Context: an optimization exercise on an open-source flow, tuned for small area, a short achievable clock period and few clock cycles per item. The choices shown serve that exercise and are no tape-out recipe. Where RTL was checked, it was by simulation tests only, not by an equivalence proof against the original. No activity file was given, so power comes from the tool's default toggle rates.

before:
==> module w40_s1, before the edit <==
module w40_s1 #(parameter CK = 1) (
    input  wire        is_int,
    input  wire [63:0] a,
    input  wire [63:0] b,
    output wire [30:0] m_a,      
    output wire [30:0] m_b,      
    output wire        x34,      
    output wire        y34,
    output wire        a_big,    
    output wire [31:0] hs,       
    output wire [2:0]  hcy       
);
    wire        sa = a[39];
    wire        sb = b[39];
    wire [8:0]  ea = a[38:30];
    wire [8:0]  eb = b[38:30];
    wire [29:0] fa = a[29:0];
    wire [29:0] fb = b[29:0];
    wire a_max = &ea;
    wire b_max = &eb;
    wire a_fz  = ~|fa;
    wire b_fz  = ~|fb;
    wire a_nan = a_max & ~a_fz;
    wire b_nan = b_max & ~b_fz;
    wire a_inf = a_max & a_fz;
    wire b_inf = b_max & b_fz;
    wire sp    = a_max | b_max;
    wire nan   = a_nan | b_nan | (a_inf & b_inf & (sa ^ sb));
    wire of_op = a_inf | b_inf;
    wire a_ez = ~|ea;
    wire b_ez = ~|eb;
    wire [8:0] xa = {ea[8:1], ea[0] | a_ez};
    wire [8:0] xb = {eb[8:1], eb[0] | b_ez};
    wire ge;
    pfx_add #(.N(39), .KIND(CK)) u_cmp (
        .x(a[38:0]), .y(~b[38:0]), .ci(1'b1), .s(), .co(ge));
    wire eq  = &(a[38:0] ~^ b[38:0]);
    wire sub = sa ^ sb;
    assign a_big = is_int | ge;
    wire z   = eq & (sub | a_ez & a_fz);
    wire s_l = ge ? sa : sb;
    wire sgn = sp ? (a_inf ? sa : sb) : z ? (sa & sb) : s_l;
    wire [8:0] x_l = ge ? xa : xb;
    wire [8:0] dab, dba;
    pfx_add #(.N(9), .KIND(2)) u_dab (.x(xa), .y(~xb), .ci(1'b1), .s(dab), .co());
    pfx_add #(.N(9), .KIND(2)) u_dba (.x(xb), .y(~xa), .ci(1'b1), .s(dba), .co());
    wire       bab = |dab[8:6];
    wire       bba = |dba[8:6];
    assign m_a = {is_int ? a[30] : ~a_ez, fa};
    assign m_b = {is_int ? b[30] : ~b_ez, fb};
    assign x34 = is_int & a[31];
    assign y34 = is_int & b[31];
    wire [7:0] h0, h1, h2, h3;
    wire [2:0] hc;
    pfx_add #(.N(8), .KIND(2)) u_h0 (.x(a[39:32]), .y(b[39:32]), .ci(1'b0), .s(h0), .co(hc[0]));
    pfx_add #(.N(8), .KIND(2)) u_h1 (.x(a[47:40]), .y(b[47:40]), .ci(1'b0), .s(h1), .co(hc[1]));
    pfx_add #(.N(8), .KIND(2)) u_h2 (.x(a[55:48]), .y(b[55:48]), .ci(1'b0), .s(h2), .co(hc[2]));
    pfx_add #(.N(8), .KIND(2)) u_h3 (.x(a[63:56]), .y(b[63:56]), .ci(1'b0), .s(h3), .co());
    assign hcy = hc & {3{is_int}};
    assign hs = is_int ? {h3, h2, h1, h0}
                       : {4'd0, bba, dba[5:0], of_op, nan, sp, sgn, x_l, sub, bab, dab[5:0]};
endmodule
==> module w40_s2, before the edit <==
module w40_s2 #(parameter AK = 1) (
    input  wire        is_int,
    input  wire [30:0] m_a,
    input  wire [30:0] m_b,
    input  wire        x34,
    input  wire        y34,
    input  wire        a_big,
    input  wire [31:0] hs,
    input  wire [2:0]  hcy,
    output wire [66:0] sum
);
    wire [5:0] d   = (a_big ? hs[5:0] : hs[26:21]) & {6{~is_int}};
    wire       big = (a_big ? hs[6] : hs[27]) & ~is_int;
    wire       sub = hs[7] & ~is_int;
    wire [30:0] m_l = a_big ? m_a : m_b;
    wire [30:0] m_s = a_big ? m_b : m_a;
    reg  [30:0] lost;
    integer j;
    always @(*)
        for (j = 0; j < 31; j = j + 1)
            lost[j] = big | (d >= j + 3);
    wire        sticky = |(m_s & lost);
    wire [33:0] shr    = big ? 34'd0 : ({m_s, 3'b000} >> d);
    wire [33:0] s_al   = {shr[33:1], sticky};
    wire c35;
    pfx_add #(.N(35), .KIND(AK)) u_add (
        .x({x34, m_l, 3'b000}), .y({y34, s_al ^ {34{sub}}}), .ci(sub),
        .s(sum[34:0]), .co(c35));
    wire ci0 = c35;
    wire ci1 = hcy[0] | ci0 & (&hs[7:0]);
    wire ci2 = hcy[1] | ci1 & (&hs[15:8]);
    wire ci3 = hcy[2] | ci2 & (&hs[23:16]);
    pfx_inc #(.N(8)) u_i0 (.x(hs[7:0]),   .ci(ci0), .s(sum[42:35]), .co());
    pfx_inc #(.N(8)) u_i1 (.x(hs[15:8]),  .ci(ci1), .s(sum[50:43]), .co());
    pfx_inc #(.N(8)) u_i2 (.x(hs[23:16]), .ci(ci2), .s(sum[58:51]), .co());
    pfx_inc #(.N(8)) u_i3 (.x(hs[31:24]), .ci(ci3), .s(sum[66:59]), .co());
endmodule
==> flow/config.mk <==
export PLATFORM = sky130hd
export DESIGN_NAME = red_combine
export DESIGN_NICKNAME = red_combine
export VERILOG_FILES = /design/flow/design.v
export SDC_FILE = /design/flow/constraint.sdc
export NUM_CORES = 4
export LEC_CHECK = 0
export ABC_AREA = 1
export CAP_MARGIN = 20
export CORE_MARGIN = 2
export CORE_UTILIZATION = 40
export SLEW_MARGIN = 20
==> flow/constraint.sdc <==
create_clock -name core_clock -period 18.0 [get_ports {clk}]
set_input_delay 3.6000 -clock core_clock [delete_from_list [all_inputs] [get_ports {clk}]]
set_output_delay 3.6000 -clock core_clock [all_outputs]
set_load 0.01 [all_outputs]
standard.sh (not shown) runs the stock make flow with config.mk's settings and CLKGATE_MAP_FILE= SYNTH_SCRIPT=/design/flow/synth_recipe.tcl, a recipe that flattens the netlist after the stock synthesis.
==> flow/flow/run.sh <==
#!/bin/bash
# The standard layout (standard.sh: ORFS synthesis through finish), with
# two changes:
#  - the input and output ports get sky130_fd_sc_hd__buf_2 port buffers in
#    place of the cell buffer_ports picks by default;
#  - ORFS's timing repair (after floorplan, CTS and global routing) aims for
#    a setup slack of SETUP_SLACK_MARGIN ns below, not 0: the constraints and
#    clock period stay the design's, the repair only works harder.
# make's full output goes to std_flow.log here; ORFS keeps each step's log
# under orfs/logs.
set -euo pipefail
MARGIN=12
bash standard.sh "SETUP_SLACK_MARGIN=$MARGIN" \
    "BUFFER_PORTS_ARGS=-buffer_cell sky130_fd_sc_hd__buf_2" finish > std_flow.log 2>&1
Input-level comparison between after and before:
==> flow/design.v, changed modules only <==
module w40_s1 #(parameter CK = 1) (
    input  wire        is_int,
    input  wire [63:0] a,
    input  wire [63:0] b,
    output wire [30:0] m_a,      
    output wire [30:0] m_b,      
    output wire        x34,      
    output wire        y34,
    output wire        a_big,    
    output wire [31:0] hs,       
    output wire [2:0]  hcy       
);
    wire        sa = a[39];
    wire        sb = b[39];
    wire [8:0]  ea = a[38:30];
    wire [8:0]  eb = b[38:30];
    wire [29:0] fa = a[29:0];
    wire [29:0] fb = b[29:0];
    wire a_max = &ea;
    wire b_max = &eb;
    wire a_fz  = ~|fa;
    wire b_fz  = ~|fb;
    wire a_nan = a_max & ~a_fz;
    wire b_nan = b_max & ~b_fz;
    wire a_inf = a_max & a_fz;
    wire b_inf = b_max & b_fz;
    wire sp    = a_max | b_max;
    wire nan   = a_nan | b_nan | (a_inf & b_inf & (sa ^ sb));
    wire of_op = a_inf | b_inf;
    wire a_ez = ~|ea;
    wire b_ez = ~|eb;
    wire [8:0] xa = {ea[8:1], ea[0] | a_ez};
    wire [8:0] xb = {eb[8:1], eb[0] | b_ez};
    wire ge;
    pfx_add #(.N(39), .KIND(CK)) u_cmp (
        .x(a[38:0]), .y(~b[38:0]), .ci(1'b1), .s(), .co(ge));
    wire eq  = &(a[38:0] ~^ b[38:0]);
    wire sub = sa ^ sb;
    assign a_big = is_int | ge;
    wire z   = eq & (sub | a_ez & a_fz);
    wire s_l = ge ? sa : sb;
    wire sgn = sp ? (a_inf ? sa : sb) : z ? (sa & sb) : s_l;
    wire [8:0] x_l = ge ? xa : xb;
    wire [8:0] dab, dba;
    pfx_add #(.N(9), .KIND(2)) u_dab (.x(xa), .y(~xb), .ci(1'b1), .s(dab), .co());
    pfx_add #(.N(9), .KIND(2)) u_dba (.x(xb), .y(~xa), .ci(1'b1), .s(dba), .co());
    wire [8:0] dd  = ge ? dab : dba;
    wire       big = |dd[8:6];
    assign m_a = {is_int ? a[30] : ~a_ez, fa};
    assign m_b = {is_int ? b[30] : ~b_ez, fb};
    assign x34 = is_int & a[31];
    assign y34 = is_int & b[31];
    wire [7:0] h0, h1, h2, h3;
    wire [2:0] hc;
    pfx_add #(.N(8), .KIND(2)) u_h0 (.x(a[39:32]), .y(b[39:32]), .ci(1'b0), .s(h0), .co(hc[0]));
    pfx_add #(.N(8), .KIND(2)) u_h1 (.x(a[47:40]), .y(b[47:40]), .ci(1'b0), .s(h1), .co(hc[1]));
    pfx_add #(.N(8), .KIND(2)) u_h2 (.x(a[55:48]), .y(b[55:48]), .ci(1'b0), .s(h2), .co(hc[2]));
    pfx_add #(.N(8), .KIND(2)) u_h3 (.x(a[63:56]), .y(b[63:56]), .ci(1'b0), .s(h3), .co());
    assign hcy = hc & {3{is_int}};
    assign hs = is_int ? {h3, h2, h1, h0}
                       : {11'd0, of_op, nan, sp, sgn, x_l, sub, big, dd[5:0]};
endmodule
module w40_s2 #(parameter AK = 1) (
    input  wire        is_int,
    input  wire [30:0] m_a,
    input  wire [30:0] m_b,
    input  wire        x34,
    input  wire        y34,
    input  wire        a_big,
    input  wire [31:0] hs,
    input  wire [2:0]  hcy,
    output wire [66:0] sum
);
    wire [5:0] d   = hs[5:0] & {6{~is_int}};
    wire       big = hs[6] & ~is_int;
    wire       sub = hs[7] & ~is_int;
    wire [30:0] m_l = a_big ? m_a : m_b;
    wire [30:0] m_s = a_big ? m_b : m_a;
    reg  [30:0] lost;
    integer j;
    always @(*)
        for (j = 0; j < 31; j = j + 1)
            lost[j] = big | (d >= j + 3);
    wire        sticky = |(m_s & lost);
    wire [33:0] shr    = big ? 34'd0 : ({m_s, 3'b000} >> d);
    wire [33:0] s_al   = {shr[33:1], sticky};
    wire c35;
    pfx_add #(.N(35), .KIND(AK)) u_add (
        .x({x34, m_l, 3'b000}), .y({y34, s_al ^ {34{sub}}}), .ci(sub),
        .s(sum[34:0]), .co(c35));
    wire ci0 = c35;
    wire ci1 = hcy[0] | ci0 & (&hs[7:0]);
    wire ci2 = hcy[1] | ci1 & (&hs[15:8]);
    wire ci3 = hcy[2] | ci2 & (&hs[23:16]);
    pfx_inc #(.N(8)) u_i0 (.x(hs[7:0]),   .ci(ci0), .s(sum[42:35]), .co());
    pfx_inc #(.N(8)) u_i1 (.x(hs[15:8]),  .ci(ci1), .s(sum[50:43]), .co());
    pfx_inc #(.N(8)) u_i2 (.x(hs[23:16]), .ci(ci2), .s(sum[58:51]), .co());
    pfx_inc #(.N(8)) u_i3 (.x(hs[31:24]), .ci(ci3), .s(sum[66:59]), .co());
endmodule
--- outcome ---
Delta (after minus before): critical path depth rose 1; fraction of power spent switching nets now smaller; setup slack picked up an extra 0.065 ns; share of the yosys chip area belonging to registers went down 0.35 points; wire length of the first global-routing pass saw a decrease. Per the comparison of after with before, width of the die shows an increase of 0.67%; count of clock-buffer cells in the layout shows a reduction of about 11%. The fmax number comes out lower for before vs after. The final estimated routing congestion in global placement of after falls short of that of before by about 1.6%.
No functional check of the RTL was part of any run of this note.

========
red_combine again, from the RTL that the note above started with.
clock: 18.0 ns
lec_check: 0
abc_area: 1
cap_margin: 20
core_margin: 2
core_utilization: 40
slew_margin: 20
==> flow/flow/run.sh <==
#!/bin/bash
# The standard layout (standard.sh: ORFS synthesis through finish), with
# three changes:
#  - synthesis leaves adders to ABC: ADDER_MAP_FILE is empty, so Yosys does
#    not extract half and full adder cells before ABC maps the logic.  The
#    synthesis script, the registers and everything else are unchanged;
#  - the input and output ports get sky130_fd_sc_hd__buf_2 port buffers in
#    place of the cell buffer_ports picks by default;
#  - ORFS's timing repair (after floorplan, CTS and global routing) aims for
#    a setup slack of MARGIN ns, not 0: the constraints and clock period stay
#    the design's, the repair only works harder.
# make's full output goes to std_flow.log here; ORFS keeps each step's log
# under orfs/logs.
set -euo pipefail
MARGIN=12
bash standard.sh "ADDER_MAP_FILE=" "SETUP_SLACK_MARGIN=$MARGIN" \
    "BUFFER_PORTS_ARGS=-buffer_cell sky130_fd_sc_hd__buf_2" finish > std_flow.log 2>&1
Edit:
--- a/flow/design.v
+++ b/flow/design.v
@@ -150,12 +150,14 @@
     wire sgn = sp ? (a_inf ? sa : sb) : z ? (sa & sb) : s_l;
     wire [8:0] x_l = ge ? xa : xb;
     wire [8:0] dab, dba;
     pfx_add #(.N(9), .KIND(2)) u_dab (.x(xa), .y(~xb), .ci(1'b1), .s(dab), .co());
     pfx_add #(.N(9), .KIND(2)) u_dba (.x(xb), .y(~xa), .ci(1'b1), .s(dba), .co());
-    wire       bab = |dab[8:6];
-    wire       bba = |dba[8:6];
+    wire       bab = ({1'b0, xa[8:6]} >= {1'b0, xb[8:6]} + 4'd2) |
+                     (xa[8:6] == xb[8:6] + 3'd1) & (xa[5] | ~xb[5]);
+    wire       bba = ({1'b0, xb[8:6]} >= {1'b0, xa[8:6]} + 4'd2) |
+                     (xb[8:6] == xa[8:6] + 3'd1) & (xb[5] | ~xa[5]);
     assign m_a = {is_int ? a[30] : ~a_ez, fa};
     assign m_b = {is_int ? b[30] : ~b_ez, fb};
     assign x34 = is_int & a[31];
     assign y34 = is_int & b[31];
     wire [7:0] h0, h1, h2, h3;
Outcome: Critical path depth goes down by 10; worst setup slack loses 0.068 ns; clock-buffer cell count came out higher by 1; via count came out higher by 1.6%; flip-flop and latch count is unchanged; sequential power went down by about 1%; routed wire length climbs by 4.2%; cell count decreases by 1.4%; final area climbs by 0.56%; maximum frequency drops by 1.2%.
No functional check of the RTL was part of any run of this note.

========
Setup of the baseline:
red_combine, a different RTL version from the one above (not shown whole).
Size: roughly 3300 cells after synthesis, ~240 flip-flops, roughly 200 I/O pins, ~19000 sq um of cells after synthesis.
==> flow/design.v (excerpt) <==
module red_combine (
    input  wire        clk,
    input  wire        rst,
    input  wire        in_valid,
    input  wire        in_int,
    input  wire [63:0] in_a,
    input  wire [63:0] in_b,
    output reg         out_valid,
    output reg  [63:0] out_sum,
    output reg  [1:0]  out_flags
);
==> module red_combine, before the edit <==
module red_combine (
    input  wire        clk,
    input  wire        rst,
    input  wire        in_valid,
    input  wire        in_int,
    input  wire [63:0] in_a,
    input  wire [63:0] in_b,
    output reg         out_valid,
    output reg  [63:0] out_sum,
    output reg  [1:0]  out_flags
);
    wire [30:0] m_a, m_b;
    wire        x34, y34, gt2;
    wire [6:0]  hcy;
    wire [31:0] hs;
    w40_s1 u_s1 (
        .is_int(in_int), .a(in_a), .b(in_b), .m_a(m_a), .m_b(m_b),
        .x34(x34), .y34(y34), .gt2(gt2), .hs(hs), .hcy(hcy)
    );
    reg        v1, int1, x34_1, y34_1, gt2_1;
    reg [6:0]  hcy1;
    reg [30:0] m_a1, m_b1;
    reg [31:0] hs1;
    always @(posedge clk) begin
        if (rst) v1 <= 1'b0;
        else     v1 <= in_valid;
        int1   <= in_int;
        m_a1   <= m_a;
        m_b1   <= m_b;
        x34_1  <= x34;
        y34_1  <= y34;
        gt2_1 <= gt2;
        hs1    <= hs;
        hcy1   <= hcy;
    end
    wire [66:0] sum;
    w40_s2 u_s2 (
        .is_int(int1), .m_a(m_a1), .m_b(m_b1), .x34(x34_1), .y34(y34_1),
        .gt2(gt2_1), .hs(hs1), .hcy(hcy1), .sum(sum)
    );
    reg        v2, int2;
    reg [66:0] sum2;
    always @(posedge clk) begin
        if (rst) v2 <= 1'b0;
        else     v2 <= v1;
        int2 <= int1;
        sum2 <= sum;
    end
    wire [63:0] res;
    wire [1:0]  flg;
    w40_s3 u_s3 (.is_int(int2), .sum(sum2), .out_sum(res), .out_flags(flg));
    always @(posedge clk) begin
        if (rst) out_valid <= 1'b0;
        else     out_valid <= v2;
        out_sum   <= res;
        out_flags <= flg;
    end
endmodule
Settings: LEC_CHECK=0, ABC_AREA=1, CAP_MARGIN=20, CORE_MARGIN=2, CORE_UTILIZATION=40, CTS_BUF_LIST=sky130_fd_sc_hd__clkbuf_4 sky130_fd_sc_hd__clkbuf_8, SLEW_MARGIN=20; clock period 18.0 ns.
==> flow/flow/run.sh <==
#!/bin/bash
# The standard layout (standard.sh: ORFS synthesis through finish), with
# three changes:
#  - synthesis leaves adders to ABC: ADDER_MAP_FILE is empty, so Yosys does
#    not extract half and full adder cells before ABC maps the logic.  The
#    synthesis script, the registers and everything else are unchanged;
#  - the input and output ports get sky130_fd_sc_hd__buf_2 port buffers in
#    place of the cell buffer_ports picks by default;
#  - ORFS's timing repair (after floorplan, CTS and global routing) aims for
#    a setup slack of MARGIN ns, not 0: the constraints and clock period stay
#    the design's, the repair only works harder.
# make's full output goes to std_flow.log here; ORFS keeps each step's log
# under orfs/logs.
set -euo pipefail
MARGIN=13
bash standard.sh "ADDER_MAP_FILE=" "SETUP_SLACK_MARGIN=$MARGIN" \
    "BUFFER_PORTS_ARGS=-buffer_cell sky130_fd_sc_hd__buf_2" finish > std_flow.log 2>&1
Input-level comparison between the candidate and the baseline:
--- a/flow/design.v
+++ b/flow/design.v
@@ -327,5 +327,5 @@
         x34_1  <= x34;
         y34_1  <= y34;
-        gt2_1 <= gt2;
+        gt2_1  <= gt2;
         hs1    <= hs;
         hcy1   <= hcy;
Between the candidate and the baseline, the difference in total cell area at the placement stage is negligible.
Reported for the candidate and the baseline, via count turned out identical to the last digit.
Diff the baseline -> the candidate: number of nets in the synthesized netlist held, power attributed to sequential cells neither gained nor lost much, clock input transition at the sequential cells of the worst setup and hold paths ~0 delta, area taken by multi-input logic gates closely matched the old numbers, maximum cell stage delay along the critical path closely matched the old numbers.
~same number of inserted filler cells in the final layout in the candidate and the baseline
Per the comparison of the candidate with the baseline, first-pass GRT wire length ~0 delta, number of ordinary and repair buffers in the finished layout ~0 delta, synthesized cell count ~0 delta, critical path depth ~0 delta.
Testbench counts of the candidate, summed over its fixed seeds: cycles 24,024, items 24,000.
The RTL of the baseline was laid out without a check of its function.

separate check: timing with driven ports:
No port has a modelled driver above. Below, the same layouts with a new extraction and two added sets of constraints. Step 1, drivers: a clkbuf_16 drives clk and a buf_2 each remaining input, both assumed. Step 2 also shifts input and output timing later by t, the mid clock arrival at the registers, as if the neighbouring blocks saw the same clock. Slacks: no drivers / after step 1 / after step 2; pairs: no drivers / after step 1.
run	shift t [ns]	setup WS [ns]	clock arrival spread, ns	pins driven straight from the clock port
before	0.610	12.162 / 12.186 / 11.576	0.020 / 0.020	1
after	0.617	12.226 / 12.265 / 11.648	0.025 / 0.025	1
the first run of note 2	0.615	12.285 / 12.321 / 11.706	0.018 / 0.018	1
the second run of note 2	0.609	12.216 / 12.240 / 11.631	0.019 / 0.018	1
the baseline	0.663	13.060 / 13.091 / 12.428	0.033 / 0.033	1
the candidate	0.663	13.060 / 13.091 / 12.428	0.033 / 0.033	1
After both steps setup and hold are still met in every run listed.
